This design comes from an exercise in tuning for small area and a short achievable clock period on the open sky130 flow, not from production work.
The RTL was checked by simulation tests, not by an equivalence proof against the original design.

[design/flow/design.v]
module lmk_crc (
    input  wire        clk,
    input  wire        rst,         
    input  wire        wr_valid,
    input  wire [2:0]  wr_sel,      
    input  wire [2:0]  wr_size,     
    input  wire [63:0] wr_data,
    output wire [31:0] ctl_rd,
    output wire [31:0] run_lo,
    output wire [31:0] run_hi
);
    reg  [1:0]     alg;
    reg  [3:0]     data_bytes;
    reg  [3:0]     fold_bytes;
    reg  [63:0]    y;           
    reg  [2-1:0] p;           
    reg  [31:0]    hi_held;
    reg            hi_pending;
    wire a0 = (alg == 2'd0);
    wire a1 = (alg == 2'd1);
    function [31:0] rev32(input [31:0] v);
        integer k;
        for (k = 0; k < 32; k = k + 1) rev32[k] = v[31-k];
    endfunction
    function [63:0] h1_8(input [63:0] y, input a0);
        reg [29:0] t;
        begin
            t[0] = y[2] ^ y[3];
            t[1] = y[0] ^ y[7];
            t[2] = y[1] ^ y[5];
            t[3] = y[4] ^ y[6];
            t[4] = y[1] ^ y[7];
            t[5] = y[3] ^ y[4];
            t[6] = y[2] ^ y[4];
            t[7] = y[0] ^ t[0];
            t[8] = y[5] ^ y[6];
            t[9] = y[7] ^ t[0];
            t[10] = y[1] ^ y[3];
            t[11] = y[2] ^ y[6];
            t[12] = y[0] ^ y[1];
            t[13] = y[2] ^ t[3];
            t[14] = y[0] ^ y[5];
            t[15] = t[2] ^ t[7];
            t[16] = y[3] ^ t[1];
            t[17] = y[3] ^ y[5];
            t[18] = y[0] ^ y[6];
            t[19] = y[4] ^ t[1];
            t[20] = y[6] ^ t[2];
            t[21] = y[5] ^ t[13];
            t[22] = y[6] ^ t[4];
            t[23] = y[7] ^ t[6];
            t[24] = y[0] ^ t[3];
            t[25] = t[1] ^ t[5];
            t[26] = y[2] ^ y[7];
            t[27] = y[2] ^ t[1];
            t[28] = t[3] ^ t[9];
            t[29] = y[1] ^ t[3];
            h1_8[0] = y[8] ^ (t[6] ^ t[12]) ^ (a0 ? (y[3]) : (y[6]));
            h1_8[1] = y[9] ^ (t[15]) ^ (a0 ? (y[4]) : (y[7]));
            h1_8[2] = y[10] ^ (y[3]) ^ (a0 ? (t[2] ^ t[13]) : (y[0]));
            h1_8[3] = y[11] ^ (y[4]) ^ (a0 ? (t[8] ^ t[9]) : (t[12]));
            h1_8[4] = y[12] ^ (y[2] ^ t[2]) ^ (a0 & (y[6] ^ y[7]));
            h1_8[5] = y[13] ^ (y[6]) ^ (a0 ? (y[4] ^ t[4]) : (t[7]));
            h1_8[6] = y[14] ^ (t[4] ^ t[5]) ^ (a0 ? (y[5]) : (y[0]));
            h1_8[7] = y[15] ^ (t[8]) ^ (a0 & (t[10]));
            h1_8[8] = y[16] ^ (y[6] ^ t[1]) ^ (a0 & (t[6]));
            h1_8[9] = y[17] ^ (t[1] ^ t[6]) ^ (a0 ? (y[5]) : (y[6]));
            h1_8[10] = y[18] ^ (t[21]) ^ (~a0 & (t[16]));
            h1_8[11] = y[19] ^ (y[7] ^ t[17]) ^ (a0 ? (y[6]) : (y[0] ^ y[2]));
            h1_8[12] = y[20] ^ (t[0]) ^ (a0 ? (t[22]) : (y[0]));
            h1_8[13] = y[21] ^ (y[1]) ^ (a0 ? (y[7]) : (t[5]));
            h1_8[14] = y[22] ^ (y[4]) ^ (a0 ? (t[10]) : (y[2] ^ t[14]));
            h1_8[15] = y[23] ^ (y[5]) ^ (a0 ? (y[0] ^ t[6]) : (y[6] ^ t[10]));
            h1_8[16] = y[24] ^ (t[18]) ^ (a0 ? (y[3] ^ t[2]) : (t[23]));
            h1_8[17] = y[25] ^ (t[1] ^ t[13]) ^ (a0 ? (y[1]) : (t[17]));
            h1_8[18] = y[26] ^ (y[5] ^ y[7]) ^ (a0 ? (y[4]) : (t[7]));
            h1_8[19] = y[27] ^ (t[0]) ^ (a0 & (t[2] ^ t[24]));
            h1_8[20] = y[28] ^ (t[5]) ^ (a0 & (y[7] ^ t[2] ^ t[11]));
            h1_8[21] = y[29] ^ (t[14]) ^ (a0 ? (t[22]) : (y[4]));
            h1_8[22] = y[30] ^ (y[6]) ^ (a0 ? (t[25]) : (t[2]));
            h1_8[23] = y[31] ^ (t[26]) ^ (a0 ? (t[17]) : (t[18]));
            h1_8[24] = y[32] ^ (t[11]) ^ (a0 ? (y[1]) : (t[25]));
            h1_8[25] = y[33] ^ (t[0] ^ t[1]) ^ (~a0 & (t[8]));
            h1_8[26] = y[34] ^ (y[2]) ^ (~a0 & (y[3] ^ y[7]));
            h1_8[27] = y[35] ^ (y[3]) ^ (~a0 & (y[1] ^ t[11]));
            h1_8[28] = y[36] ^ (y[4]) ^ (a0 ? (y[0]) : (t[9]));
            h1_8[29] = y[37] ^ (t[2]) ^ (a0 ? (y[0]) : (y[6] ^ t[0]));
            h1_8[30] = y[38] ^ (t[11]) ^ (a0 ? (t[12]) : (y[7] ^ t[5]));
            h1_8[31] = y[39] ^ (t[0] ^ t[4]) ^ (a0 ? (y[0]) : (t[8]));
            h1_8[32] = y[40] ^ (~a0 & (y[3] ^ t[4]));
            h1_8[33] = y[41] ^ (~a0 & (y[6] ^ t[12]));
            h1_8[34] = y[42] ^ (~a0 & (y[1] ^ t[27]));
            h1_8[35] = y[43] ^ (~a0 & (y[3] ^ t[24]));
            h1_8[36] = y[44] ^ (~a0 & (t[2] ^ t[19]));
            h1_8[37] = y[45] ^ (~a0 & (y[4] ^ t[14]));
            h1_8[38] = y[46] ^ (~a0 & (t[20]));
            h1_8[39] = y[47] ^ (~a0 & (t[1] ^ t[11]));
            h1_8[40] = y[48] ^ (~a0 & (t[28]));
            h1_8[41] = y[49] ^ (~a0 & (t[9] ^ t[20]));
            h1_8[42] = y[50] ^ (~a0 & (t[1] ^ t[10]));
            h1_8[43] = y[51] ^ (~a0 & (t[18]));
            h1_8[44] = y[52] ^ (~a0 & (t[4]));
            h1_8[45] = y[53] ^ (~a0 & (t[29]));
            h1_8[46] = y[54] ^ (~a0 & (y[5] ^ t[27]));
            h1_8[47] = y[55] ^ (~a0 & (y[4] ^ t[0]));
            h1_8[48] = y[56] ^ (~a0 & (y[5] ^ t[5]));
            h1_8[49] = y[57] ^ (~a0 & (t[3] ^ t[14]));
            h1_8[50] = y[58] ^ (~a0 & (t[1] ^ t[20]));
            h1_8[51] = y[59] ^ (~a0 & (t[19]));
            h1_8[52] = y[60] ^ (~a0 & (t[21]));
            h1_8[53] = y[61] ^ (~a0 & (t[8] ^ t[16]));
            h1_8[54] = y[62] ^ (~a0 & (t[26]));
            h1_8[55] = y[63] ^ (~a0 & (t[0] ^ t[29]));
            h1_8[56] = (~a0 & (y[5] ^ t[0] ^ t[19]));
            h1_8[57] = (~a0 & (y[5] ^ t[7]));
            h1_8[58] = (~a0 & (t[3] ^ t[10]));
            h1_8[59] = (~a0 & (y[5] ^ t[23]));
            h1_8[60] = (~a0 & (y[4] ^ t[15]));
            h1_8[61] = (~a0 & (t[3] ^ t[15]));
            h1_8[62] = (~a0 & (t[2] ^ t[28]));
            h1_8[63] = (~a0 & (t[2] ^ t[16]));
        end
    endfunction
    function [63:0] h1_32(input [63:0] y, input a0);
        reg [155:0] t;
        begin
            t[0] = y[7] ^ y[27];
            t[1] = y[1] ^ y[14];
            t[2] = y[0] ^ y[13];
            t[3] = y[2] ^ y[15];
            t[4] = y[12] ^ y[24];
            t[5] = y[10] ^ y[28];
            t[6] = y[21] ^ y[23];
            t[7] = y[3] ^ y[31];
            t[8] = y[19] ^ y[30];
            t[9] = y[8] ^ y[17];
            t[10] = y[18] ^ y[22];
            t[11] = y[9] ^ y[26];
            t[12] = y[11] ^ y[25];
            t[13] = y[5] ^ y[20];
            t[14] = y[29] ^ t[0];
            t[15] = y[4] ^ y[6];
            t[16] = y[16] ^ t[6];
            t[17] = y[16] ^ y[23];
            t[18] = y[25] ^ y[30];
            t[19] = y[29] ^ t[2];
            t[20] = t[1] ^ t[4];
            t[21] = y[13] ^ y[20];
            t[22] = y[4] ^ t[8];
            t[23] = y[18] ^ y[26];
            t[24] = y[1] ^ y[11];
            t[25] = y[15] ^ y[22];
            t[26] = y[3] ^ y[6];
            t[27] = t[5] ^ t[9];
            t[28] = y[8] ^ y[14];
            t[29] = t[3] ^ t[10];
            t[30] = y[26] ^ y[28];
            t[31] = y[0] ^ y[10];
            t[32] = y[19] ^ y[24];
            t[33] = y[9] ^ y[12];
            t[34] = y[2] ^ y[17];
            t[35] = t[7] ^ t[11];
            t[36] = y[5] ^ y[9];
            t[37] = y[16] ^ y[21];
            t[38] = y[22] ^ t[12];
            t[39] = y[16] ^ y[31];
            t[40] = y[6] ^ y[21];
            t[41] = y[10] ^ t[10];
            t[42] = y[20] ^ t[2];
            t[43] = y[7] ^ t[3];
            t[44] = y[0] ^ y[27];
            t[45] = y[8] ^ t[5];
            t[46] = y[7] ^ y[24];
            t[47] = y[5] ^ t[14];
            t[48] = y[14] ^ y[31];
            t[49] = y[11] ^ t[0];
            t[50] = y[29] ^ t[9];
            t[51] = y[2] ^ y[23];
            t[52] = y[18] ^ y[29];
            t[53] = y[1] ^ t[15];
            t[54] = y[8] ^ y[23];
            t[55] = y[14] ^ y[30];
            t[56] = y[6] ^ y[15];
            t[57] = y[30] ^ t[1];
            t[58] = y[27] ^ t[3];
            t[59] = t[1] ^ t[13];
            t[60] = y[25] ^ t[47];
            t[61] = y[9] ^ y[19];
            t[62] = y[20] ^ t[6];
            t[63] = y[0] ^ y[12];
            t[64] = y[18] ^ t[14];
            t[65] = y[20] ^ y[24];
            t[66] = y[3] ^ y[7];
            t[67] = y[13] ^ y[27];
            t[68] = t[7] ^ t[12];
            t[69] = y[16] ^ y[17];
            t[70] = y[11] ^ t[8];
            t[71] = y[7] ^ y[13];
            t[72] = t[4] ^ t[43];
            t[73] = y[10] ^ y[18];
            t[74] = y[2] ^ t[7];
            t[75] = y[11] ^ y[27];
            t[76] = y[4] ^ y[12];
            t[77] = y[19] ^ y[28];
            t[78] = y[14] ^ t[16];
            t[79] = y[1] ^ t[13];
            t[80] = y[6] ^ t[16];
            t[81] = y[3] ^ y[4];
            t[82] = y[2] ^ t[2];
            t[83] = y[24] ^ t[11];
            t[84] = y[10] ^ t[1];
            t[85] = y[19] ^ t[20];
            t[86] = y[9] ^ t[19];
            t[87] = y[17] ^ t[7];
            t[88] = t[12] ^ t[17];
            t[89] = t[30] ^ t[46];
            t[90] = y[26] ^ t[9];
            t[91] = t[4] ^ t[60];
            t[92] = t[3] ^ t[5];
            t[93] = t[37] ^ t[92];
            t[94] = y[4] ^ t[49];
            t[95] = y[9] ^ y[16];
            t[96] = t[10] ^ t[50];
            t[97] = y[15] ^ t[31];
            t[98] = y[5] ^ t[27];
            t[99] = y[23] ^ t[11];
            t[100] = t[37] ^ t[38];
            t[101] = y[10] ^ t[39];
            t[102] = y[17] ^ y[22];
            t[103] = t[24] ^ t[33];
            t[104] = y[0] ^ t[9];
            t[105] = y[25] ^ t[15];
            t[106] = y[26] ^ t[41];
            t[107] = y[27] ^ t[34];
            t[108] = y[8] ^ y[21];
            t[109] = t[8] ^ t[21];
            t[110] = y[3] ^ y[28];
            t[111] = t[25] ^ t[35];
            t[112] = t[32] ^ t[40];
            t[113] = y[11] ^ t[54];
            t[114] = y[5] ^ y[26];
            t[115] = y[29] ^ y[30];
            t[116] = y[6] ^ y[11];
            t[117] = y[24] ^ t[74];
            t[118] = y[13] ^ y[31];
            t[119] = y[3] ^ t[32];
            t[120] = y[21] ^ t[10];
            t[121] = t[11] ^ t[56];
            t[122] = y[5] ^ y[31];
            t[123] = t[18] ^ t[76];
            t[124] = y[12] ^ t[6];
            t[125] = y[17] ^ t[12];
            t[126] = y[16] ^ t[0];
            t[127] = y[19] ^ y[25];
            t[128] = t[0] ^ t[6];
            t[129] = t[18] ^ t[33];
            t[130] = y[17] ^ t[65];
            t[131] = y[8] ^ t[6];
            t[132] = y[25] ^ t[36];
            t[133] = y[13] ^ t[5];
            t[134] = y[9] ^ y[25];
            t[135] = y[0] ^ t[25];
            t[136] = y[14] ^ y[29];
            t[137] = y[29] ^ t[18];
            t[138] = y[8] ^ t[24];
            t[139] = y[26] ^ y[31];
            t[140] = t[1] ^ t[80];
            t[141] = t[13] ^ t[22];
            t[142] = y[22] ^ t[82];
            t[143] = y[20] ^ y[21];
            t[144] = t[24] ^ t[31];
            t[145] = y[2] ^ t[4];
            t[146] = y[29] ^ t[21];
            t[147] = y[5] ^ t[2];
            t[148] = t[20] ^ t[44];
            t[149] = t[22] ^ t[29];
            t[150] = y[13] ^ t[16];
            t[151] = t[27] ^ t[49];
            t[152] = t[17] ^ t[45];
            t[153] = y[0] ^ t[45];
            t[154] = t[12] ^ t[57];
            t[155] = t[26] ^ t[83];
            h1_32[0] = y[32] ^ (t[15] ^ t[88] ^ t[89]) ^ (a0 ? (y[9] ^ t[58] ^ t[59]) : (y[8] ^ y[13] ^ y[18] ^ t[8]));
            h1_32[1] = y[33] ^ (t[90] ^ t[91]) ^ (a0 ? (t[26] ^ t[93]) : (y[20] ^ t[48] ^ t[61]));
            h1_32[2] = y[34] ^ (t[94] ^ t[95]) ^ (a0 ? (y[13] ^ t[18] ^ t[26] ^ t[30] ^ t[96]) : (t[32] ^ t[62] ^ t[97]));
            h1_32[3] = y[35] ^ (t[63] ^ t[98]) ^ (a0 ? (t[22] ^ t[48] ^ t[64] ^ t[99]) : (y[1] ^ t[65] ^ t[100]));
            h1_32[4] = y[36] ^ (y[25] ^ t[19] ^ t[23] ^ t[51]) ^ (a0 ? (y[7] ^ t[22] ^ t[28] ^ t[101]) : (t[40] ^ t[102] ^ t[103]));
            h1_32[5] = y[37] ^ (t[8] ^ t[51] ^ t[66]) ^ (a0 ? (y[28] ^ t[39] ^ t[104] ^ t[105]) : (t[20] ^ t[67] ^ t[106]));
            h1_32[6] = y[38] ^ (y[23] ^ y[28] ^ t[28] ^ t[58] ^ t[68]) ^ (a0 ? (y[6] ^ t[52] ^ t[69]) : (y[4] ^ t[32] ^ t[42]));
            h1_32[7] = y[39] ^ (y[23] ^ t[26] ^ t[52] ^ t[59] ^ t[63] ^ t[70]) ^ (a0 ? (y[25] ^ t[107]) : (y[9] ^ y[15] ^ t[71] ^ t[108]));
            h1_32[8] = y[40] ^ (y[21] ^ y[31] ^ t[53] ^ t[72] ^ t[109]) ^ (a0 ? (t[23] ^ t[110]) : (y[22] ^ t[28] ^ t[31] ^ t[95]));
            h1_32[9] = y[41] ^ (y[1] ^ y[28] ^ t[111] ^ t[112]) ^ (a0 ? (t[19] ^ t[113]) : (y[4] ^ t[13] ^ t[34] ^ t[55] ^ t[73]));
            h1_32[10] = y[42] ^ (t[5] ^ t[25] ^ t[114] ^ t[115]) ^ (a0 ? (y[12] ^ t[116]) : (y[27] ^ t[21] ^ t[108] ^ t[117]));
            h1_32[11] = y[43] ^ (t[14] ^ t[118]) ^ (a0 ? (y[30] ^ t[17] ^ t[63] ^ t[116]) : (t[11] ^ t[28] ^ t[119] ^ t[120]));
            h1_32[12] = y[44] ^ (y[16] ^ t[21] ^ t[75] ^ t[121]) ^ (a0 ? (t[9] ^ t[51] ^ t[122] ^ t[123]) : (y[14] ^ t[41] ^ t[46]));
            h1_32[13] = y[45] ^ (t[97] ^ t[124] ^ t[125]) ^ (a0 ? (y[1] ^ y[4] ^ y[18] ^ t[21] ^ t[74]) : (t[28] ^ t[77] ^ t[126]));
            h1_32[14] = y[46] ^ (y[15] ^ y[28] ^ t[10] ^ t[21] ^ t[33]) ^ (a0 ? (t[26] ^ t[127] ^ t[128]) : (y[16] ^ y[24] ^ y[26] ^ t[24] ^ t[50]));
            h1_32[15] = y[47] ^ (y[10] ^ y[19] ^ t[19] ^ t[78]) ^ (a0 ? (y[4] ^ y[8] ^ y[20] ^ y[22] ^ t[89]) : (y[18] ^ t[107] ^ t[129]));
            h1_32[16] = y[48] ^ (y[11] ^ t[25] ^ t[57] ^ t[130]) ^ (a0 ? (y[29] ^ t[44] ^ t[131] ^ t[132]) : (y[19] ^ t[7] ^ t[23] ^ t[133]));
            h1_32[17] = y[49] ^ (y[30] ^ y[31] ^ t[3] ^ t[4] ^ t[30] ^ t[40]) ^ (a0 ? (y[1] ^ t[17] ^ t[41] ^ t[134]) : (t[14] ^ t[21] ^ t[28]));
            h1_32[18] = y[50] ^ (t[7] ^ t[15] ^ t[61] ^ t[135] ^ t[136]) ^ (a0 ? (y[17] ^ t[79] ^ t[133]) : (y[24] ^ t[6] ^ t[23] ^ t[75]));
            h1_32[19] = y[51] ^ (y[10] ^ y[27] ^ t[23]) ^ (a0 ? (y[9] ^ y[21] ^ y[24] ^ y[28] ^ t[137]) : (y[6] ^ y[12] ^ t[2] ^ t[13] ^ t[25] ^ t[138]));
            h1_32[20] = y[52] ^ (t[75] ^ t[77]) ^ (a0 ? (y[10] ^ y[22] ^ t[137] ^ t[139]) : (y[2] ^ t[33] ^ t[71] ^ t[140]));
            h1_32[21] = y[53] ^ (t[72] ^ t[136]) ^ (a0 ? (t[18] ^ t[36] ^ t[39] ^ t[53]) : (y[3] ^ y[22] ^ t[27] ^ t[42]));
            h1_32[22] = y[54] ^ (y[9] ^ y[13] ^ t[57] ^ t[81] ^ t[113]) ^ (a0 ? (y[31] ^ t[5] ^ t[44] ^ t[130]) : (y[15] ^ y[25] ^ t[37] ^ t[52]));
            h1_32[23] = y[55] ^ (y[12] ^ y[26] ^ t[101]) ^ (a0 ? (y[6] ^ t[62] ^ t[64]) : (y[14] ^ y[24] ^ t[3] ^ t[22] ^ t[36] ^ t[102]));
            h1_32[24] = y[56] ^ (y[15] ^ t[90] ^ t[141]) ^ (a0 ? (t[134] ^ t[140] ^ t[142]) : (y[24] ^ t[0] ^ t[5] ^ t[7]));
            h1_32[25] = y[57] ^ (y[31] ^ t[13] ^ t[83] ^ t[128]) ^ (a0 ? (t[26] ^ t[29] ^ t[69] ^ t[84]) : (t[8] ^ t[19]));
            h1_32[26] = y[58] ^ (y[19] ^ t[1] ^ t[106] ^ t[143]) ^ (a0 ? (y[3] ^ t[36] ^ t[104]) : (t[17] ^ t[94] ^ t[118]));
            h1_32[27] = y[59] ^ (y[27] ^ t[15] ^ t[29] ^ t[143]) ^ (a0 ? (y[23] ^ t[61] ^ t[144]) : (y[12] ^ y[14] ^ t[18] ^ t[69] ^ t[71] ^ t[114]));
            h1_32[28] = y[60] ^ (y[5] ^ y[22] ^ t[16] ^ t[66] ^ t[77]) ^ (a0 ? (y[20] ^ t[144] ^ t[145]) : (t[9] ^ t[23] ^ t[48] ^ t[56] ^ t[67]));
            h1_32[29] = y[61] ^ (y[17] ^ t[38] ^ t[146]) ^ (a0 ? (y[3] ^ t[53] ^ t[131] ^ t[145]) : (y[15] ^ t[11] ^ t[44] ^ t[55]));
            h1_32[30] = y[62] ^ (t[23] ^ t[55] ^ t[124]) ^ (a0 ? (t[46] ^ t[81] ^ t[132] ^ t[142]) : (y[1] ^ y[15] ^ y[27] ^ t[5] ^ t[39]));
            h1_32[31] = y[63] ^ (y[27] ^ t[25] ^ t[54] ^ t[105] ^ t[139]) ^ (a0 ? (t[84] ^ t[119] ^ t[147]) : (y[7] ^ y[30] ^ t[34] ^ t[52]));
            h1_32[32] = (~a0 & (t[15] ^ t[36] ^ t[67] ^ t[68]));
            h1_32[33] = (~a0 & (t[4] ^ t[8] ^ t[28] ^ t[73] ^ t[88] ^ t[147]));
            h1_32[34] = (~a0 & (y[31] ^ t[42] ^ t[85] ^ t[121] ^ t[125]));
            h1_32[35] = (~a0 & (t[3] ^ t[15] ^ t[45] ^ t[62] ^ t[70] ^ t[148]));
            h1_32[36] = (~a0 & (y[28] ^ t[7] ^ t[72] ^ t[79] ^ t[86] ^ t[100]));
            h1_32[37] = (~a0 & (y[11] ^ y[29] ^ t[5] ^ t[34] ^ t[66] ^ t[85] ^ t[120]));
            h1_32[38] = (~a0 & (y[3] ^ y[12] ^ y[20] ^ t[12] ^ t[19] ^ t[54] ^ t[149]));
            h1_32[39] = (~a0 & (t[20] ^ t[35] ^ t[141] ^ t[150]));
            h1_32[40] = (~a0 & (y[26] ^ t[8] ^ t[13] ^ t[16] ^ t[29] ^ t[48] ^ t[151]));
            h1_32[41] = (~a0 & (y[17] ^ y[21] ^ t[14] ^ t[42] ^ t[111] ^ t[123]));
            h1_32[42] = (~a0 & (t[0] ^ t[38] ^ t[84] ^ t[112] ^ t[122]));
            h1_32[43] = (~a0 & (y[16] ^ t[4] ^ t[42] ^ t[149]));
            h1_32[44] = (~a0 & (t[59] ^ t[87] ^ t[127] ^ t[150]));
            h1_32[45] = (~a0 & (y[28] ^ t[9] ^ t[38] ^ t[43] ^ t[78] ^ t[109]));
            h1_32[46] = (~a0 & (y[15] ^ y[20] ^ t[4] ^ t[35] ^ t[78] ^ t[96]));
            h1_32[47] = (~a0 & (t[11] ^ t[40] ^ t[135] ^ t[151]));
            h1_32[48] = (~a0 & (t[10] ^ t[14] ^ t[103] ^ t[152]));
            h1_32[49] = (~a0 & (t[4] ^ t[27] ^ t[51] ^ t[70] ^ t[86]));
            h1_32[50] = (~a0 & (y[20] ^ y[30] ^ t[20] ^ t[68] ^ t[73] ^ t[86]));
            h1_32[51] = (~a0 & (y[18] ^ y[31] ^ t[20] ^ t[43] ^ t[80] ^ t[153]));
            h1_32[52] = (~a0 & (y[17] ^ t[29] ^ t[53] ^ t[99] ^ t[110] ^ t[115]));
            h1_32[53] = (~a0 & (y[18] ^ t[17] ^ t[22] ^ t[31] ^ t[47] ^ t[117]));
            h1_32[54] = (~a0 & (y[7] ^ t[2] ^ t[17] ^ t[23] ^ t[79] ^ t[87]));
            h1_32[55] = (~a0 & (t[0] ^ t[2] ^ t[16] ^ t[30] ^ t[34] ^ t[154]));
            h1_32[56] = (~a0 & (t[7] ^ t[29] ^ t[30] ^ t[50] ^ t[148]));
            h1_32[57] = (~a0 & (t[3] ^ t[14] ^ t[138] ^ t[155]));
            h1_32[58] = (~a0 & (y[2] ^ t[81] ^ t[126] ^ t[129] ^ t[153]));
            h1_32[59] = (~a0 & (y[4] ^ t[19] ^ t[24] ^ t[35] ^ t[98]));
            h1_32[60] = (~a0 & (t[11] ^ t[60] ^ t[82] ^ t[85] ^ t[152]));
            h1_32[61] = (~a0 & (t[27] ^ t[58] ^ t[146] ^ t[154] ^ t[155]));
            h1_32[62] = (~a0 & (t[12] ^ t[35] ^ t[55] ^ t[64] ^ t[76] ^ t[93]));
            h1_32[63] = (~a0 & (y[23] ^ t[41] ^ t[56] ^ t[87] ^ t[91]));
        end
    endfunction
    function [63:0] h2_8(input [63:0] y, input a0);
        reg [29:0] t;
        begin
            t[0] = y[2] ^ y[3];
            t[1] = y[0] ^ y[7];
            t[2] = y[1] ^ y[5];
            t[3] = y[4] ^ y[6];
            t[4] = y[1] ^ y[7];
            t[5] = y[3] ^ y[4];
            t[6] = y[2] ^ y[4];
            t[7] = y[0] ^ t[0];
            t[8] = y[5] ^ y[6];
            t[9] = y[7] ^ t[0];
            t[10] = y[1] ^ y[3];
            t[11] = y[2] ^ y[6];
            t[12] = y[0] ^ y[1];
            t[13] = y[2] ^ t[3];
            t[14] = y[0] ^ y[5];
            t[15] = t[2] ^ t[7];
            t[16] = y[3] ^ t[1];
            t[17] = y[3] ^ y[5];
            t[18] = y[0] ^ y[6];
            t[19] = y[4] ^ t[1];
            t[20] = y[6] ^ t[2];
            t[21] = y[5] ^ t[13];
            t[22] = y[6] ^ t[4];
            t[23] = y[7] ^ t[6];
            t[24] = y[0] ^ t[3];
            t[25] = t[1] ^ t[5];
            t[26] = y[2] ^ y[7];
            t[27] = y[2] ^ t[1];
            t[28] = t[3] ^ t[9];
            t[29] = y[1] ^ t[3];
            h2_8[0] = y[8] ^ (t[6] ^ t[12]) ^ (a0 ? (y[3]) : (y[6]));
            h2_8[1] = y[9] ^ (t[15]) ^ (a0 ? (y[4]) : (y[7]));
            h2_8[2] = y[10] ^ (y[3]) ^ (a0 ? (t[2] ^ t[13]) : (y[0]));
            h2_8[3] = y[11] ^ (y[4]) ^ (a0 ? (t[8] ^ t[9]) : (t[12]));
            h2_8[4] = y[12] ^ (y[2] ^ t[2]) ^ (a0 & (y[6] ^ y[7]));
            h2_8[5] = y[13] ^ (y[6]) ^ (a0 ? (y[4] ^ t[4]) : (t[7]));
            h2_8[6] = y[14] ^ (t[4] ^ t[5]) ^ (a0 ? (y[5]) : (y[0]));
            h2_8[7] = y[15] ^ (t[8]) ^ (a0 & (t[10]));
            h2_8[8] = y[16] ^ (y[6] ^ t[1]) ^ (a0 & (t[6]));
            h2_8[9] = y[17] ^ (t[1] ^ t[6]) ^ (a0 ? (y[5]) : (y[6]));
            h2_8[10] = y[18] ^ (t[21]) ^ (~a0 & (t[16]));
            h2_8[11] = y[19] ^ (y[7] ^ t[17]) ^ (a0 ? (y[6]) : (y[0] ^ y[2]));
            h2_8[12] = y[20] ^ (t[0]) ^ (a0 ? (t[22]) : (y[0]));
            h2_8[13] = y[21] ^ (y[1]) ^ (a0 ? (y[7]) : (t[5]));
            h2_8[14] = y[22] ^ (y[4]) ^ (a0 ? (t[10]) : (y[2] ^ t[14]));
            h2_8[15] = y[23] ^ (y[5]) ^ (a0 ? (y[0] ^ t[6]) : (y[6] ^ t[10]));
            h2_8[16] = y[24] ^ (t[18]) ^ (a0 ? (y[3] ^ t[2]) : (t[23]));
            h2_8[17] = y[25] ^ (t[1] ^ t[13]) ^ (a0 ? (y[1]) : (t[17]));
            h2_8[18] = y[26] ^ (y[5] ^ y[7]) ^ (a0 ? (y[4]) : (t[7]));
            h2_8[19] = y[27] ^ (t[0]) ^ (a0 & (t[2] ^ t[24]));
            h2_8[20] = y[28] ^ (t[5]) ^ (a0 & (y[7] ^ t[2] ^ t[11]));
            h2_8[21] = y[29] ^ (t[14]) ^ (a0 ? (t[22]) : (y[4]));
            h2_8[22] = y[30] ^ (y[6]) ^ (a0 ? (t[25]) : (t[2]));
            h2_8[23] = y[31] ^ (t[26]) ^ (a0 ? (t[17]) : (t[18]));
            h2_8[24] = y[32] ^ (t[11]) ^ (a0 ? (y[1]) : (t[25]));
            h2_8[25] = y[33] ^ (t[0] ^ t[1]) ^ (~a0 & (t[8]));
            h2_8[26] = y[34] ^ (y[2]) ^ (~a0 & (y[3] ^ y[7]));
            h2_8[27] = y[35] ^ (y[3]) ^ (~a0 & (y[1] ^ t[11]));
            h2_8[28] = y[36] ^ (y[4]) ^ (a0 ? (y[0]) : (t[9]));
            h2_8[29] = y[37] ^ (t[2]) ^ (a0 ? (y[0]) : (y[6] ^ t[0]));
            h2_8[30] = y[38] ^ (t[11]) ^ (a0 ? (t[12]) : (y[7] ^ t[5]));
            h2_8[31] = y[39] ^ (t[0] ^ t[4]) ^ (a0 ? (y[0]) : (t[8]));
            h2_8[32] = y[40] ^ (~a0 & (y[3] ^ t[4]));
            h2_8[33] = y[41] ^ (~a0 & (y[6] ^ t[12]));
            h2_8[34] = y[42] ^ (~a0 & (y[1] ^ t[27]));
            h2_8[35] = y[43] ^ (~a0 & (y[3] ^ t[24]));
            h2_8[36] = y[44] ^ (~a0 & (t[2] ^ t[19]));
            h2_8[37] = y[45] ^ (~a0 & (y[4] ^ t[14]));
            h2_8[38] = y[46] ^ (~a0 & (t[20]));
            h2_8[39] = y[47] ^ (~a0 & (t[1] ^ t[11]));
            h2_8[40] = y[48] ^ (~a0 & (t[28]));
            h2_8[41] = y[49] ^ (~a0 & (t[9] ^ t[20]));
            h2_8[42] = y[50] ^ (~a0 & (t[1] ^ t[10]));
            h2_8[43] = y[51] ^ (~a0 & (t[18]));
            h2_8[44] = y[52] ^ (~a0 & (t[4]));
            h2_8[45] = y[53] ^ (~a0 & (t[29]));
            h2_8[46] = y[54] ^ (~a0 & (y[5] ^ t[27]));
            h2_8[47] = y[55] ^ (~a0 & (y[4] ^ t[0]));
            h2_8[48] = y[56] ^ (~a0 & (y[5] ^ t[5]));
            h2_8[49] = y[57] ^ (~a0 & (t[3] ^ t[14]));
            h2_8[50] = y[58] ^ (~a0 & (t[1] ^ t[20]));
            h2_8[51] = y[59] ^ (~a0 & (t[19]));
            h2_8[52] = y[60] ^ (~a0 & (t[21]));
            h2_8[53] = y[61] ^ (~a0 & (t[8] ^ t[16]));
            h2_8[54] = y[62] ^ (~a0 & (t[26]));
            h2_8[55] = y[63] ^ (~a0 & (t[0] ^ t[29]));
            h2_8[56] = (~a0 & (y[5] ^ t[0] ^ t[19]));
            h2_8[57] = (~a0 & (y[5] ^ t[7]));
            h2_8[58] = (~a0 & (t[3] ^ t[10]));
            h2_8[59] = (~a0 & (y[5] ^ t[23]));
            h2_8[60] = (~a0 & (y[4] ^ t[15]));
            h2_8[61] = (~a0 & (t[3] ^ t[15]));
            h2_8[62] = (~a0 & (t[2] ^ t[28]));
            h2_8[63] = (~a0 & (t[2] ^ t[16]));
        end
    endfunction
    function [63:0] h2_16(input [63:0] y, input a0);
        reg [72:0] t;
        begin
            t[0] = y[5] ^ y[7];
            t[1] = y[10] ^ y[11];
            t[2] = y[3] ^ y[14];
            t[3] = y[2] ^ y[6];
            t[4] = y[4] ^ y[8];
            t[5] = y[0] ^ y[9];
            t[6] = y[1] ^ y[12];
            t[7] = y[13] ^ y[15];
            t[8] = y[1] ^ y[9];
            t[9] = y[8] ^ y[13];
            t[10] = y[0] ^ y[15];
            t[11] = y[11] ^ y[12];
            t[12] = y[10] ^ y[12];
            t[13] = y[7] ^ t[2];
            t[14] = y[5] ^ y[6];
            t[15] = y[3] ^ y[15];
            t[16] = y[2] ^ y[13];
            t[17] = y[9] ^ y[14];
            t[18] = y[10] ^ t[3];
            t[19] = t[0] ^ t[4];
            t[20] = y[2] ^ t[1];
            t[21] = y[14] ^ t[5];
            t[22] = t[1] ^ t[6];
            t[23] = y[4] ^ y[11];
            t[24] = y[8] ^ t[3];
            t[25] = y[0] ^ y[1];
            t[26] = y[1] ^ y[4];
            t[27] = y[7] ^ y[14];
            t[28] = y[9] ^ y[11];
            t[29] = y[4] ^ y[6];
            t[30] = y[7] ^ t[5];
            t[31] = y[8] ^ t[12];
            t[32] = t[1] ^ t[9];
            t[33] = y[5] ^ y[12];
            t[34] = y[7] ^ y[9];
            t[35] = t[2] ^ t[10];
            t[36] = y[11] ^ t[8];
            t[37] = y[5] ^ y[15];
            t[38] = y[2] ^ y[14];
            t[39] = y[3] ^ y[5];
            t[40] = y[0] ^ y[3];
            t[41] = y[4] ^ t[3];
            t[42] = y[8] ^ t[0];
            t[43] = t[0] ^ t[5];
            t[44] = y[0] ^ y[11];
            t[45] = y[13] ^ t[6];
            t[46] = t[18] ^ t[45];
            t[47] = t[7] ^ t[13];
            t[48] = t[4] ^ t[5];
            t[49] = t[14] ^ t[48];
            t[50] = y[15] ^ t[6];
            t[51] = y[15] ^ t[11];
            t[52] = t[2] ^ t[4];
            t[53] = y[2] ^ t[12];
            t[54] = t[14] ^ t[15];
            t[55] = y[7] ^ y[13];
            t[56] = y[6] ^ y[14];
            t[57] = y[11] ^ t[4];
            t[58] = t[18] ^ t[39];
            t[59] = y[4] ^ t[1];
            t[60] = t[0] ^ t[28];
            t[61] = t[0] ^ t[40];
            t[62] = y[6] ^ t[7];
            t[63] = t[6] ^ t[29];
            t[64] = y[10] ^ t[10];
            t[65] = y[6] ^ y[8];
            t[66] = y[15] ^ t[1];
            t[67] = y[2] ^ y[8];
            t[68] = t[6] ^ t[9];
            t[69] = t[0] ^ t[22];
            t[70] = y[0] ^ t[3];
            t[71] = t[4] ^ t[17];
            t[72] = t[7] ^ t[24];
            h2_16[0] = y[16] ^ (t[30] ^ t[31]) ^ (a0 ? (t[23]) : (y[2] ^ t[2]));
            h2_16[1] = y[17] ^ (t[8] ^ t[32]) ^ (a0 ? (y[0] ^ t[33]) : (y[4] ^ t[15]));
            h2_16[2] = y[18] ^ (t[44]) ^ (a0 ? (t[17] ^ t[46]) : (y[3] ^ t[19]));
            h2_16[3] = y[19] ^ (t[6]) ^ (a0 ? (t[20] ^ t[47]) : (t[49]));
            h2_16[4] = y[20] ^ (y[10] ^ t[16] ^ t[34]) ^ (a0 ? (t[35]) : (y[1] ^ t[14]));
            h2_16[5] = y[21] ^ (t[13]) ^ (a0 ? (t[5] ^ t[50]) : (t[1] ^ t[24]));
            h2_16[6] = y[22] ^ (t[34] ^ t[51]) ^ (a0 ? (t[16] ^ t[25]) : (y[3] ^ t[4]));
            h2_16[7] = y[23] ^ (y[4] ^ t[13] ^ t[16]) ^ (a0 ? (t[36]) : (y[5]));
            h2_16[8] = y[24] ^ (t[37] ^ t[52]) ^ (a0 ? (t[53]) : (y[0] ^ y[6]));
            h2_16[9] = y[25] ^ (t[31] ^ t[54]) ^ (a0 ? (t[55]) : (t[26] ^ t[38]));
            h2_16[10] = y[26] ^ (y[13] ^ t[12] ^ t[56]) ^ (~a0 & (t[37] ^ t[57]));
            h2_16[11] = y[27] ^ (y[11] ^ t[7]) ^ (a0 ? (y[0] ^ t[27]) : (y[8] ^ t[58]));
            h2_16[12] = y[28] ^ (y[0] ^ t[59]) ^ (a0 ? (y[15] ^ t[8] ^ t[27]) : (t[24]));
            h2_16[13] = y[29] ^ (t[0] ^ t[8]) ^ (a0 ? (y[2] ^ y[4] ^ y[15]) : (t[11] ^ t[40]));
            h2_16[14] = y[30] ^ (y[12] ^ t[41]) ^ (a0 ? (y[3] ^ t[60]) : (y[10] ^ t[9] ^ t[25]));
            h2_16[15] = y[31] ^ (y[13] ^ t[61]) ^ (a0 ? (y[6] ^ t[4] ^ t[12]) : (t[36] ^ t[38]));
            h2_16[16] = y[32] ^ (y[1] ^ t[4] ^ t[56]) ^ (a0 ? (y[13] ^ t[60]) : (t[15] ^ t[53]));
            h2_16[17] = y[33] ^ (y[14] ^ t[31] ^ t[37]) ^ (a0 ? (t[3] ^ t[30]) : (y[13] ^ t[23]));
            h2_16[18] = y[34] ^ (y[3] ^ t[62]) ^ (a0 ? (y[4] ^ t[6]) : (t[20] ^ t[42]));
            h2_16[19] = y[35] ^ (t[20]) ^ (a0 ? (t[9] ^ t[17] ^ t[33]) : (t[29]));
            h2_16[20] = y[36] ^ (y[3] ^ t[11]) ^ (a0 ? (y[10] ^ t[17] ^ t[62]) : (y[0] ^ t[0]));
            h2_16[21] = y[37] ^ (t[9]) ^ (a0 ? (y[15] ^ t[21]) : (t[63]));
            h2_16[22] = y[38] ^ (t[27]) ^ (a0 ? (t[50] ^ t[57]) : (y[5] ^ t[5] ^ t[16]));
            h2_16[23] = y[39] ^ (t[64]) ^ (a0 ? (t[0] ^ t[16] ^ t[23]) : (y[1] ^ t[2] ^ t[65]));
            h2_16[24] = y[40] ^ (y[10] ^ t[2] ^ t[26]) ^ (a0 ? (y[6] ^ t[43]) : (y[8] ^ t[51]));
            h2_16[25] = y[41] ^ (t[19] ^ t[66]) ^ (a0 ? (t[3] ^ t[25]) : (y[13] ^ t[2]));
            h2_16[26] = y[42] ^ (y[4] ^ t[58]) ^ (a0 ? (y[1]) : (y[7] ^ y[11] ^ t[10]));
            h2_16[27] = y[43] ^ (y[5] ^ t[3] ^ t[23]) ^ (a0 ? (y[3] ^ y[7]) : (y[1] ^ y[10] ^ t[21]));
            h2_16[28] = y[44] ^ (y[6] ^ y[12] ^ t[61]) ^ (a0 ? (t[4]) : (y[1] ^ y[15] ^ t[20]));
            h2_16[29] = y[45] ^ (y[13] ^ t[8] ^ t[29]) ^ (a0 ? (t[42]) : (y[14] ^ t[1]));
            h2_16[30] = y[46] ^ (y[10] ^ t[0] ^ t[38]) ^ (a0 ? (y[9] ^ t[65]) : (t[10] ^ t[11]));
            h2_16[31] = y[47] ^ (y[6] ^ t[34] ^ t[66]) ^ (a0 ? (y[3] ^ y[8]) : (y[1] ^ y[14] ^ t[16]));
            h2_16[32] = y[48] ^ (~a0 & (y[15] ^ t[28]));
            h2_16[33] = y[49] ^ (~a0 & (t[5] ^ t[13] ^ t[67]));
            h2_16[34] = y[50] ^ (~a0 & (y[10] ^ t[4] ^ t[8] ^ t[15]));
            h2_16[35] = y[51] ^ (~a0 & (t[2] ^ t[11] ^ t[19]));
            h2_16[36] = y[52] ^ (~a0 & (y[12] ^ t[7] ^ t[49]));
            h2_16[37] = y[53] ^ (~a0 & (t[3] ^ t[39] ^ t[68]));
            h2_16[38] = y[54] ^ (~a0 & (y[9] ^ y[13] ^ t[13] ^ t[41]));
            h2_16[39] = y[55] ^ (~a0 & (y[10] ^ t[19] ^ t[35]));
            h2_16[40] = y[56] ^ (~a0 & (t[35] ^ t[41] ^ t[69]));
            h2_16[41] = y[57] ^ (~a0 & (y[14] ^ t[7] ^ t[8] ^ t[14] ^ t[59]));
            h2_16[42] = y[58] ^ (~a0 & (y[8] ^ t[28] ^ t[54]));
            h2_16[43] = y[59] ^ (~a0 & (t[52] ^ t[70]));
            h2_16[44] = y[60] ^ (~a0 & (t[15] ^ t[26] ^ t[43]));
            h2_16[45] = y[61] ^ (~a0 & (t[2] ^ t[43] ^ t[63]));
            h2_16[46] = y[62] ^ (~a0 & (t[7] ^ t[18] ^ t[19] ^ t[25]));
            h2_16[47] = y[63] ^ (~a0 & (t[14] ^ t[22]));
            h2_16[48] = (~a0 & (t[11] ^ t[55] ^ t[70]));
            h2_16[49] = (~a0 & (t[13] ^ t[68]));
            h2_16[50] = (~a0 & (y[2] ^ t[7] ^ t[71]));
            h2_16[51] = (~a0 & (y[2] ^ y[12] ^ t[10] ^ t[42]));
            h2_16[52] = (~a0 & (t[27] ^ t[46]));
            h2_16[53] = (~a0 & (t[44] ^ t[47] ^ t[67]));
            h2_16[54] = (~a0 & (y[2] ^ y[7] ^ t[26] ^ t[64]));
            h2_16[55] = (~a0 & (t[21] ^ t[69]));
            h2_16[56] = (~a0 & (t[22] ^ t[72]));
            h2_16[57] = (~a0 & (t[32]));
            h2_16[58] = (~a0 & (t[11] ^ t[21]));
            h2_16[59] = (~a0 & (y[10] ^ t[6] ^ t[7]));
            h2_16[60] = (~a0 & (y[3] ^ y[12] ^ t[30] ^ t[32]));
            h2_16[61] = (~a0 & (y[13] ^ t[22] ^ t[71]));
            h2_16[62] = (~a0 & (t[7] ^ t[20] ^ t[21] ^ t[33]));
            h2_16[63] = (~a0 & (y[7] ^ t[36] ^ t[72]));
        end
    endfunction
    wire [63:0] r0 = y;
    wire [63:0] r1 = p[0] ? h2_8(r0, a0) : r0;
    wire [63:0] r2 = p[1] ? h2_16(r1, a0) : r1;
    wire [63:0] s = r2;
    assign ctl_rd = {20'd0, fold_bytes, data_bytes, 2'b00, alg};
    assign run_lo = a1 ? rev32(s[63:32]) : s[31:0];
    assign run_hi = a1 ? rev32(s[31:0]) : (a0 ? 32'd0 : s[63:32]);
    function [2:0] cnt_m1(input [3:0] f);
        cnt_m1 = (f == 4'd0 || f > 4'd8) ? 3'd7 : f[2:0] - 3'd1;
    endfunction
    function [7:0] therm(input [2:0] c);    
        integer k;
        for (k = 0; k < 8; k = k + 1) therm[k] = (k <= c);
    endfunction
    wire [2:0] m_db = cnt_m1(data_bytes);
    wire [2:0] m_fb = cnt_m1(fold_bytes);
    wire [7:0] t_db = therm(m_db);
    wire [7:0] t_fb = therm(m_fb);
    wire       size8  = (wr_size == 3'd7);
    wire       s_fold = (wr_sel == 3'd3);
    wire       s_data = (wr_sel == 3'd4);
    wire       s_port = (wr_sel == 3'd5);
    wire       proc   = (s_fold & size8) | s_data | s_port;
    wire [2:0] m_db4  = (!size8 && m_db[2]) ? 3'd3 : m_db;
    wire [2:0] m      = !wr_sel[2] ? m_fb : wr_sel[0] ? wr_size : m_db4;    
    wire [7:0] t_port = therm(wr_size);
    wire [7:0] t_dacc = t_db & {{4{size8}}, 4'hF};
    wire [7:0] bmask  = !wr_sel[2] ? t_fb : wr_sel[0] ? t_port : t_dacc;
    reg [63:0] dx;
    integer b, t;
    always @(*) begin
        for (b = 0; b < 8; b = b + 1)
            for (t = 0; t < 8; t = t + 1)
                dx[8*b+t] = (b == 0 || bmask[b]) & (a1 ? wr_data[8*b+7-t] : wr_data[8*b+t]);
    end
    wire [63:0] x0 = {a0 ? 32'd0 : s[63:32], s[31:0]} ^ dx;
    wire [63:0] x1 = h1_8(x0, a0);
    wire [63:0] x2 = m[2] ? h1_32(x1, a0) : x1;
    wire [63:0] xn = x2;
    wire [1:0] new_alg = (wr_data[1:0] == 2'd3) ? alg : wr_data[1:0];
    wire       flip    = a1 ^ (new_alg == 2'd1);
    always @(posedge clk) begin
        if (rst) begin
            alg        <= 2'd0;
            data_bytes <= 4'd4;
            fold_bytes <= 4'd8;
            y          <= 64'h0000_0000_FFFF_FFFF;
            p          <= 0;
            hi_held    <= 32'd0;
            hi_pending <= 1'b0;
        end else if (wr_valid) begin
            case (wr_sel)
                3'd0: begin
                    alg        <= new_alg;
                    data_bytes <= wr_data[7:4];
                    fold_bytes <= wr_data[11:8];
                    p          <= 0;
                    if (wr_data[12])
                        y <= (new_alg == 2'd0) ? 64'h0000_0000_FFFF_FFFF :
                             (new_alg == 2'd1) ? 64'd0 : 64'hFFFF_FFFF_FFFF_FFFF;
                    else if (flip)
                        y <= {rev32(s[31:0]), rev32(s[63:32])};
                    else
                        y <= s;
                end
                3'd1: begin
                    if (a0)
                        y <= {32'd0, wr_data[31:0]};
                    else if (a1)
                        y <= size8 ? {rev32(wr_data[31:0]), rev32(wr_data[63:32])}
                                   : {rev32(wr_data[31:0]), hi_pending ? rev32(hi_held) : s[31:0]};
                    else
                        y <= size8 ? wr_data : {hi_pending ? hi_held : s[63:32], wr_data[31:0]};
                    p          <= 0;
                    hi_pending <= 1'b0;
                end
                3'd2: begin
                    if (!a0) begin
                        hi_held    <= wr_data[31:0];
                        hi_pending <= 1'b1;
                    end
                end
                default: begin
                    if (proc) begin
                        y <= xn;
                        p <= {m[1], m[0]};
                    end
                end
            endcase
        end
    end
endmodule
[design/flow/flow/run.sh]
#!/bin/bash
# Own layout flow: the standard ORFS flow (standard.sh, unchanged synthesis
# script synth_recipe.tcl) with three changes:
#  - ABC maps for area (flow/abc_area.script in place of ORFS's abc_speed.script);
#  - the resizer's timing repair aims for flow/setup_margin ns of setup slack,
#    so it sizes up the longest paths (the clock period and SDC are unchanged);
#  - every port still gets a buffer, but a sky130_fd_sc_hd__buf_2 rather than
#    the delay cell buffer_ports picks by default.
# Every tool's log stays under orfs/logs; make's own output goes to flow_make.log.
set -euo pipefail
here=$(pwd)
rm -rf scripts_mod
cp -r "$FLOW_HOME/scripts" scripts_mod
cp flow/abc_area.script scripts_mod/abc_speed.script
margin=$(cat flow/setup_margin 2>/dev/null || echo 19)
bash standard.sh SCRIPTS_DIR="$here/scripts_mod" SETUP_SLACK_MARGIN="$margin" \
    "BUFFER_PORTS_ARGS=-buffer_cell sky130_fd_sc_hd__buf_2" finish > flow_make.log 2>&1
[design/flow/flow/abc_area.script]
strash
dch
map -a
topo
dnsize
[design/flow/flow/setup_margin]
19
[design/flow/standard.sh]
#!/bin/bash
# synth_recipe.tcl (not shown) runs the flow's synth.tcl, then flattens the netlist and writes it again
# the make line also repeats each setting of config.mk as NAME=value (left out here)
make -C /OpenROAD-flow-scripts/flow DESIGN_CONFIG=/design/flow/config.mk WORK_HOME=/design/flow/orfs CLKGATE_MAP_FILE= SYNTH_SCRIPT=/design/flow/synth_recipe.tcl "${@:-finish}"
[design/flow/config.mk]
export PLATFORM = sky130hd
export DESIGN_NAME = lmk_crc
export DESIGN_NICKNAME = lmk_crc
export VERILOG_FILES = /design/flow/design.v
export SDC_FILE = /design/flow/constraint.sdc
export NUM_CORES = 4
export LEC_CHECK = 0
export CAP_MARGIN = 20
export CORE_MARGIN = 10
export CORE_UTILIZATION = 40
export SLEW_MARGIN = 20
[design/flow/constraint.sdc]
create_clock -name core_clock -period 30.0 [get_ports {clk}]
set_input_delay 6.0000 -clock core_clock [delete_from_list [all_inputs] [get_ports {clk}]]
set_output_delay 6.0000 -clock core_clock [all_outputs]
set_load 0.01 [all_outputs]
==> impl_results.md, run 1 <==
- Post-synth EDFFs: 0
- Vias: 31464
- Setup total negative slack: 0 ns
- DP Area: 0.02653 mm^2
- Fin cells: 5049
- Slew Viols, Final: 0
- Synthesized area: 0.02395 mm^2
- Place WS: 16.76 ns
- Layout overhead on the synthesized area: 21.24%
- Routed WL: 156500 um
- FF-to-FF End: y[19]
- Yosys top cell by area: xor2_1
- Fillers: 6345
- Top area cells in the synthesized netlist: xor2_1, nand2_1, o21ai_0
- Final hold vios: 0
- Final GP Congestion: 1.125
- Last element of the critical path: y[56]
- Height of the chip: 264.7 um
- WL/cell: 30.99 um
- DRC violations left: 0
- Top FF cell, synth: dfxtp_1
- Inserted Clock Buffers: 9
- I/O Buffers: 146
- Post-Syn Instances: 3938
- Inst Count DP: 4951
- Slew headroom: 0.1829
- CP arrival: 11.37 ns
- Row count: 89
- DR iter-0 viols: 5260
- Worst-Skew Late Latency: 0.42 ns
- Synth Warn #: 1
- Layout Skew: 0.01812 ns
- Register Area: 0.002206 mm^2
- Yosys reg bits: 109
- Total Routing Usage GR: 0.4178
- Cells on worst reg2reg path: 51
- Max-Cap Viols: 0
- Number of global-route vias before repair: 27261
- Gr ovfl total: 0
- Final setup viols: 0
- Post-synthesis area per instance: 6.081 um^2
- Post-synth cell types: 40
- Reg2Reg Setup Slack: 20.86 ns
- Hold_sp: data_bytes[1]
- Crit path max fanout: 36
- DP HPWL: 118200 um
- RR Startpoint: y[5]
- Clk buf depth: 2
- Achievable clock frequency: 0.09046 GHz
- Multi-input gate area: 0.02188 mm^2
- Ports: 169
- CTS tree: done
- Layout cells sized above 1: 0.1509
- Vias per Instance: 6.232
- H-tree Lvls: 3
- Ys async rst share: 0
- Initial antenna violation count: 1
- Critical Path Start: wr_sel[2]
- Final min period: 11.05 ns
- Post-route cell area: 0.02904 mm^2
- RSZ-0062 raised after global routing: true
- DR pass1 iterations: 9
- Outcome: finished clean
- Die X: 264.7 um
- Largest net degree at the start of global routing: 92
- First-pass GRT wire length: 211800 um
- Crit. End Element: flop
- Tcrit/Tclk final: 0.3685
- DRT antenna net count: 0
- Starting Density: 0.4050
- Clock Sinks: 109
- Core ar.: 0.05913 mm^2
- CP startpoint kind: primary input
- Die ar.: 0.07006 mm^2
- Synth top area share: 0.2809
- Root buffer cell: clkbuf_16
- Net count, final: 4344
- Clock Pin Slew Worst Setup and Hold Paths: 0.10 ns
- Worst Slack Setup Final: 18.95 ns
- Worst Hold Class: reg2reg
- Critical path class: in2reg
- Worst Max-Slew Pin Slew: 1.213 ns
- Sequential area share after synthesis: 0.09112
- Required time of the critical path: 30.31 ns
==> area by class of cell <==
type,count,share of cell area
Timing Repair Buffer,319,0.07899
Clock buffer,9,0.007757
Antenna cell,2,0.0001724
Tap cell,773,0.03331
Sequential cell,109,0.07597
Clock inverter,7,0.002973
Multi-Input combinational cell,3510,0.7535
Inverter,318,0.04676
Timing Repair inverter,2,0.0005602
==> cells in the final DEF (no fill, tap or decap), types with 6 or more instances in the layout <==
master | netlist | layout
nand3_1 | 29 | 29
nor3_1 | 34 | 34
or2_2 | 41 | 41
o21ai_1 | 0 | 22
nand2_4 | 0 | 23
a211oi_1 | 17 | 17
o21ai_0 | 565 | 528
a221oi_1 | 12 | 11
xor2_2 | 0 | 40
o22ai_1 | 52 | 45
xor2_1 | 768 | 711
inv_2 | 0 | 7
clkbuf_16 | 0 | 13
dfxtp_1 | 109 | 100
o21a_1 | 7 | 7
nor2_4 | 0 | 9
o21ai_2 | 0 | 14
o22ai_2 | 0 | 7
conb_1 | 1 | 22
buf_2 | 0 | 146
a21oi_1 | 458 | 451
nand2_1 | 768 | 695
clkinv_2 | 0 | 16
clkinvlp_4 | 0 | 18
buf_4 | 22 | 153
nor2_1 | 367 | 352
nand2_2 | 0 | 50
xor2_4 | 0 | 17
clkinv_1 | 318 | 263
xnor2_1 | 248 | 227
nor2_2 | 0 | 6
o211ai_1 | 16 | 16
a31oi_1 | 34 | 34
a22oi_1 | 9 | 8
inv_4 | 0 | 9
o32ai_1 | 25 | 25
xnor2_2 | 0 | 18
==> flip-flops by register name, indices dropped and copies added (netlist names) <==
| register | cells |
|---|---|
| hi_pending | 1 |
| hi_held | 32 |
| y | 64 |
| fold_bytes | 4 |
| alg | 2 |
| p | 2 |
| data_bytes | 4 |
==> repair_timing <==
action	in CTS	in global routing
cloned	1	6
pin swaps	5	14
hold buffers	0	0
endpoints found under the setup margin	128	119
setup buffers	9	63
gates resized for setup	176	147
==> metrics by stage <==
step,hold slack (ns),util
2_1_floorplan,0.4439,-
3_3_place_gp,0.4515,0.4486
3_5_place_dp,0.4588,0.4486
4_1_cts,0.4725,0.4681
5_1_grt,0.4902,0.4910
6_report,0.4730,0.4910
==> synth_stat cells, types with 25 or more instances <==
master / count
nand3_1: 29
xnor2_1: 248
a31oi_1: 34
dfxtp_1: 109
clkinv_1: 318
xor2_1: 768
or2_2: 41
o22ai_1: 52
nor3_1: 34
nor2_1: 367
o32ai_1: 25
o21ai_0: 565
nand2_1: 768
a21oi_1: 458
==> worst min-delay path by stage <==
stage                     to  slack (ns)  cells after the start
2_1_floorplan          y[17]        0.44                      2
4_1_cts        data_bytes[1]        0.47                      2
5_1_grt        data_bytes[1]        0.49                      2
6_report       data_bytes[1]        0.47                      2
3_5_place_dp   data_bytes[1]        0.46                      2
3_3_place_gp   data_bytes[1]        0.45                      2
==> worst max-delay path: stages <==
cell,delay [ns]
buf_2,0.18
nor2_2,0.12
buf_4,0.47
clkinv_1,0.13
buf_4,0.30
nor2_1,0.50
clkinv_1,0.25
buf_4,0.33
nor2_2,0.82
clkinv_1,1.14
nor3_1,0.51
nor3_1,0.22
a221oi_1,0.34
==> metal layers <==
| metal | up-vias | part of all wire | GRT usage |
|---|---|---|---|
| met5 | - | 0.00010 | 0 |
| met4 | 2 | 0.087 | 0.2746 |
| met3 | 570 | 0.14 | 0.1205 |
| met2 | 2546 | 0.40 | 0.6017 |
| met1 | 14563 | 0.38 | 0.5347 |
| li1 | 13783 | - | - |
==> cell families after synthesis <==
family	after synthesis	share of synthesized area
fa+ha+maj	2	0.001045
mux	4	0.001672
xor+xnor	1016	0.3716
compound gates	1220	0.2740
simple gates	1246	0.2037
flops	109	0.09112
buf+inv	340	0.05674
other cells	1	0.0001566
==> run 2, diff against run 1 <==
--- a/design/flow/design.v
+++ b/design/flow/design.v
@@ -14,6 +14,7 @@
     reg  [3:0]     fold_bytes;
     reg  [63:0]    y;           
     reg  [2-1:0] p;           
+    reg            pa0;         
     reg  [31:0]    hi_held;
     reg            hi_pending;
     wire a0 = (alg == 2'd0);
@@ -588,8 +589,8 @@
         end
     endfunction
     wire [63:0] r0 = y;
-    wire [63:0] r1 = p[0] ? h2_8(r0, a0) : r0;
-    wire [63:0] r2 = p[1] ? h2_16(r1, a0) : r1;
+    wire [63:0] r1 = p[0] ? h2_8(r0, pa0) : r0;
+    wire [63:0] r2 = p[1] ? h2_16(r1, pa0) : r1;
     wire [63:0] s = r2;
     assign ctl_rd = {20'd0, fold_bytes, data_bytes, 2'b00, alg};
     assign run_lo = a1 ? rev32(s[63:32]) : s[31:0];
@@ -611,10 +612,11 @@
     wire       s_port = (wr_sel == 3'd5);
     wire       proc   = (s_fold & size8) | s_data | s_port;
     wire [2:0] m_db4  = (!size8 && m_db[2]) ? 3'd3 : m_db;
-    wire [2:0] m      = !wr_sel[2] ? m_fb : wr_sel[0] ? wr_size : m_db4;    
+    wire [2:0] m      = s_fold ? m_fb : s_data ? m_db4 : wr_size;    
     wire [7:0] t_port = therm(wr_size);
-    wire [7:0] t_dacc = t_db & {{4{size8}}, 4'hF};
-    wire [7:0] bmask  = !wr_sel[2] ? t_fb : wr_sel[0] ? t_port : t_dacc;
+    wire [7:0] bmask  = ({8{s_fold}} & t_fb) |
+                        ({8{s_data}} & t_db & {{4{size8}}, 4'hF}) |
+                        ({8{s_port}} & t_port);
     reg [63:0] dx;
     integer b, t;
     always @(*) begin
@@ -628,54 +630,54 @@
     wire [63:0] xn = x2;
     wire [1:0] new_alg = (wr_data[1:0] == 2'd3) ? alg : wr_data[1:0];
     wire       flip    = a1 ^ (new_alg == 2'd1);
+    reg [63:0] y_other;
+    always @(*) begin
+        y_other = y;
+        if (rst)
+            y_other = 64'h0000_0000_FFFF_FFFF;
+        else if (wr_valid && wr_sel == 3'd0) begin
+            if (wr_data[12])
+                y_other = (new_alg == 2'd0) ? 64'h0000_0000_FFFF_FFFF :
+                          (new_alg == 2'd1) ? 64'd0 : 64'hFFFF_FFFF_FFFF_FFFF;
+            else if (flip)
+                y_other = {rev32(s[31:0]), rev32(s[63:32])};
+        end else if (wr_valid && wr_sel == 3'd1) begin
+            if (a0)
+                y_other = {32'd0, wr_data[31:0]};
+            else if (a1)
+                y_other = size8 ? {rev32(wr_data[31:0]), rev32(wr_data[63:32])}
+                                : {rev32(wr_data[31:0]), hi_pending ? rev32(hi_held) : s[31:0]};
+            else
+                y_other = size8 ? wr_data : {hi_pending ? hi_held : s[63:32], wr_data[31:0]};
+        end
+    end
+    wire take = !rst && wr_valid && proc;
+    wire load = rst || (wr_valid && (wr_sel == 3'd1 || (wr_sel == 3'd0 && (wr_data[12] || flip))));
     always @(posedge clk) begin
+        y <= take ? xn : y_other;
+        if (take) begin
+            p   <= {m[1], m[0]};
+            pa0 <= a0;
+        end else if (load)
+            p   <= 0;
         if (rst) begin
             alg        <= 2'd0;
             data_bytes <= 4'd4;
             fold_bytes <= 4'd8;
-            y          <= 64'h0000_0000_FFFF_FFFF;
-            p          <= 0;
-            hi_held    <= 32'd0;
             hi_pending <= 1'b0;
         end else if (wr_valid) begin
-            case (wr_sel)
-                3'd0: begin
-                    alg        <= new_alg;
-                    data_bytes <= wr_data[7:4];
-                    fold_bytes <= wr_data[11:8];
-                    p          <= 0;
-                    if (wr_data[12])
-                        y <= (new_alg == 2'd0) ? 64'h0000_0000_FFFF_FFFF :
-                             (new_alg == 2'd1) ? 64'd0 : 64'hFFFF_FFFF_FFFF_FFFF;
-                    else if (flip)
-                        y <= {rev32(s[31:0]), rev32(s[63:32])};
-                    else
-                        y <= s;
-                end
-                3'd1: begin
-                    if (a0)
-                        y <= {32'd0, wr_data[31:0]};
-                    else if (a1)
-                        y <= size8 ? {rev32(wr_data[31:0]), rev32(wr_data[63:32])}
-                                   : {rev32(wr_data[31:0]), hi_pending ? rev32(hi_held) : s[31:0]};
-                    else
-                        y <= size8 ? wr_data : {hi_pending ? hi_held : s[63:32], wr_data[31:0]};
-                    p          <= 0;
-                    hi_pending <= 1'b0;
-                end
-                3'd2: begin
-                    if (!a0) begin
-                        hi_held    <= wr_data[31:0];
-                        hi_pending <= 1'b1;
-                    end
-                end
-                default: begin
-                    if (proc) begin
-                        y <= xn;
-                        p <= {m[1], m[0]};
-                    end
-                end
-            endcase
+            if (wr_sel == 3'd0) begin
+                alg        <= new_alg;
+                data_bytes <= wr_data[7:4];
+                fold_bytes <= wr_data[11:8];
+            end
+            if (wr_sel == 3'd1)
+                hi_pending <= 1'b0;
+            if (wr_sel == 3'd2 && !a0)
+                hi_pending <= 1'b1;
         end
     end
+    always @(posedge clk)
+        if (!rst && wr_valid && wr_sel == 3'd2 && !a0)
+            hi_held <= wr_data[31:0];
 endmodule
--- a/design/flow/config.mk
+++ b/design/flow/config.mk
@@ -7,5 +7,5 @@
 export LEC_CHECK = 0
 export CAP_MARGIN = 20
 export CORE_MARGIN = 10
-export CORE_UTILIZATION = 40
+export CORE_UTILIZATION = 70
 export SLEW_MARGIN = 20
==> run 2 against run 1 <==
Compared with the run above: the flow now stops in global routing (5_1_grt); area after synthesis barely moved; synthesized cell count fell by 6.9%.
==> impl_results.md, run 2 <==
- Outcome: did not finish
- Post-synthesis area per instance: 6.526 um^2 (+7.3%)
- Die X: 204.9 um (-23%)
- Inserted Clock Buffers: 9 (unchanged)
- DP Area: 0.02573 mm^2 (-3.0%)
- Synth Warn #: 1 (unchanged)
- Ys async rst share: 0 (unchanged)
- Commonest cells post-synth: nand2_1, xor2_1, o21ai_0, clkinv_1, a21oi_1
- Top FF cell, synth: edfxtp_1
- Fail Step: global routing (5_1_grt)
- Height of the chip: 204.9 um (-23%)
- H-tree Lvls: 3 (unchanged)
- Most frequent cell after synthesis: nand2_1
- Row count: 67 (-25%)
- Synth top area share: 0.2748 (-0.006102)
- Total Routing Usage GR: 0.6867
- Yosys top cell by area: xor2_1
- Gr ovfl total: 1
- Ports: 169 (unchanged)
- Starting Density: 0.7121 (+0.3071)
- Post-synth cell types: 44 (+10%)
- Worst EP kind: register input
- Largest net degree at the start of global routing: 100
- First Error: [ERROR GRT-0232] Routing congestion too high. Check the congestion heatmap in the GUI.
- Top area cells in the synthesized netlist: xor2_1, nand2_1, edfxtp_1
- I/O Buffers: 146 (unchanged)
- Worst endpoint, post-GRT repair: y[25]$_DFFE_PP_/D
- DP HPWL: 93810 um (-21%)
- Synthesized area: 0.02394 mm^2 (about the same)
- Sequential area share after synthesis: 0.1334 (+0.04227)
- Clock Sinks: 110 (+0.92%)
- Post-synth EDFFs: 99 (+99)
- Final GP Congestion: 1.401 (+25%)
- Root buffer cell: clkbuf_16
- Post-Syn Instances: 3668 (-6.9%)
- Yosys reg bits: 110 (+0.92%)
- Clk buf depth: 2 (unchanged)
-- run 2: worst min-delay path by stage --
stage,slack (ns),end,startpoint
after floorplan,0.48,data_bytes[1],data_bytes[1]
after global placement,0.45,fold_bytes[1],fold_bytes[1]
after detailed placement,0.46,fold_bytes[1],fold_bytes[1]
after CTS,0.47,fold_bytes[1],fold_bytes[1]
-- run 2: cell families after synthesis --
logic type               synth area share
buffers and inverters             0.05614
multiplexers                    0.0004182
other                           0.0001567
AND/OR/NAND/NOR                    0.2055
adder cells (fa/ha/maj)          0.001045
AO/OA/AOI/OAI                      0.2331
XOR/XNOR                           0.3703
flip-flops                         0.1334
-- run 2: timing repair --
item	in CTS
pin swaps	7
gates resized for setup	129
endpoints found under the setup margin	128
hold buffers	0
setup buffers	24
-- run 2: metrics by stage --
stage            util  cells  setup slack [ns]
3_5_place_dp   0.7655   4320             16.98
3_3_place_gp   0.7655   4320             17.16
4_1_cts        0.7979   4360             18.90
2_1_floorplan       -   3689             17.66
-- run 2: metal layers --
layer | overflow | GRT usage
met2 | 0 | 0.8438
met1 | 0 | 0.6816
met3 | 0 | 0.5647
met5 | 0 | 0.3365
met4 | 1 | 0.6296

## separate check: timing with driven ports
In the flow no input, the clock included, has a driving cell. The finished layout below was timed again as built, in two steps. Step 1 assumes that a clkbuf_16 drives the clock port and a buf_2 every other input. Step 2 moves the port delays by t, midway between the first and last clock arrival at a register: inputs arrive t later, outputs are due t later. That takes back most of the time a late clock gives input paths. Three values: ideal ports, drivers, drivers and shift; two values: the first two.
run: run 1
t (ns): 0.468
setup slack, ns: 18.945 / 18.979 / 18.511
worst hold slack (ns): 0.473 / 0.473 / 0.473
slew at the worst register clock pin (ns): 0.10 / 0.10
worst data-port slew with drivers (ns): 0.05
After both steps run 1 still meets setup and hold. For run 1, drivers alone change the setup slack by +0.034 ns; drivers and shift together by -0.434 ns.
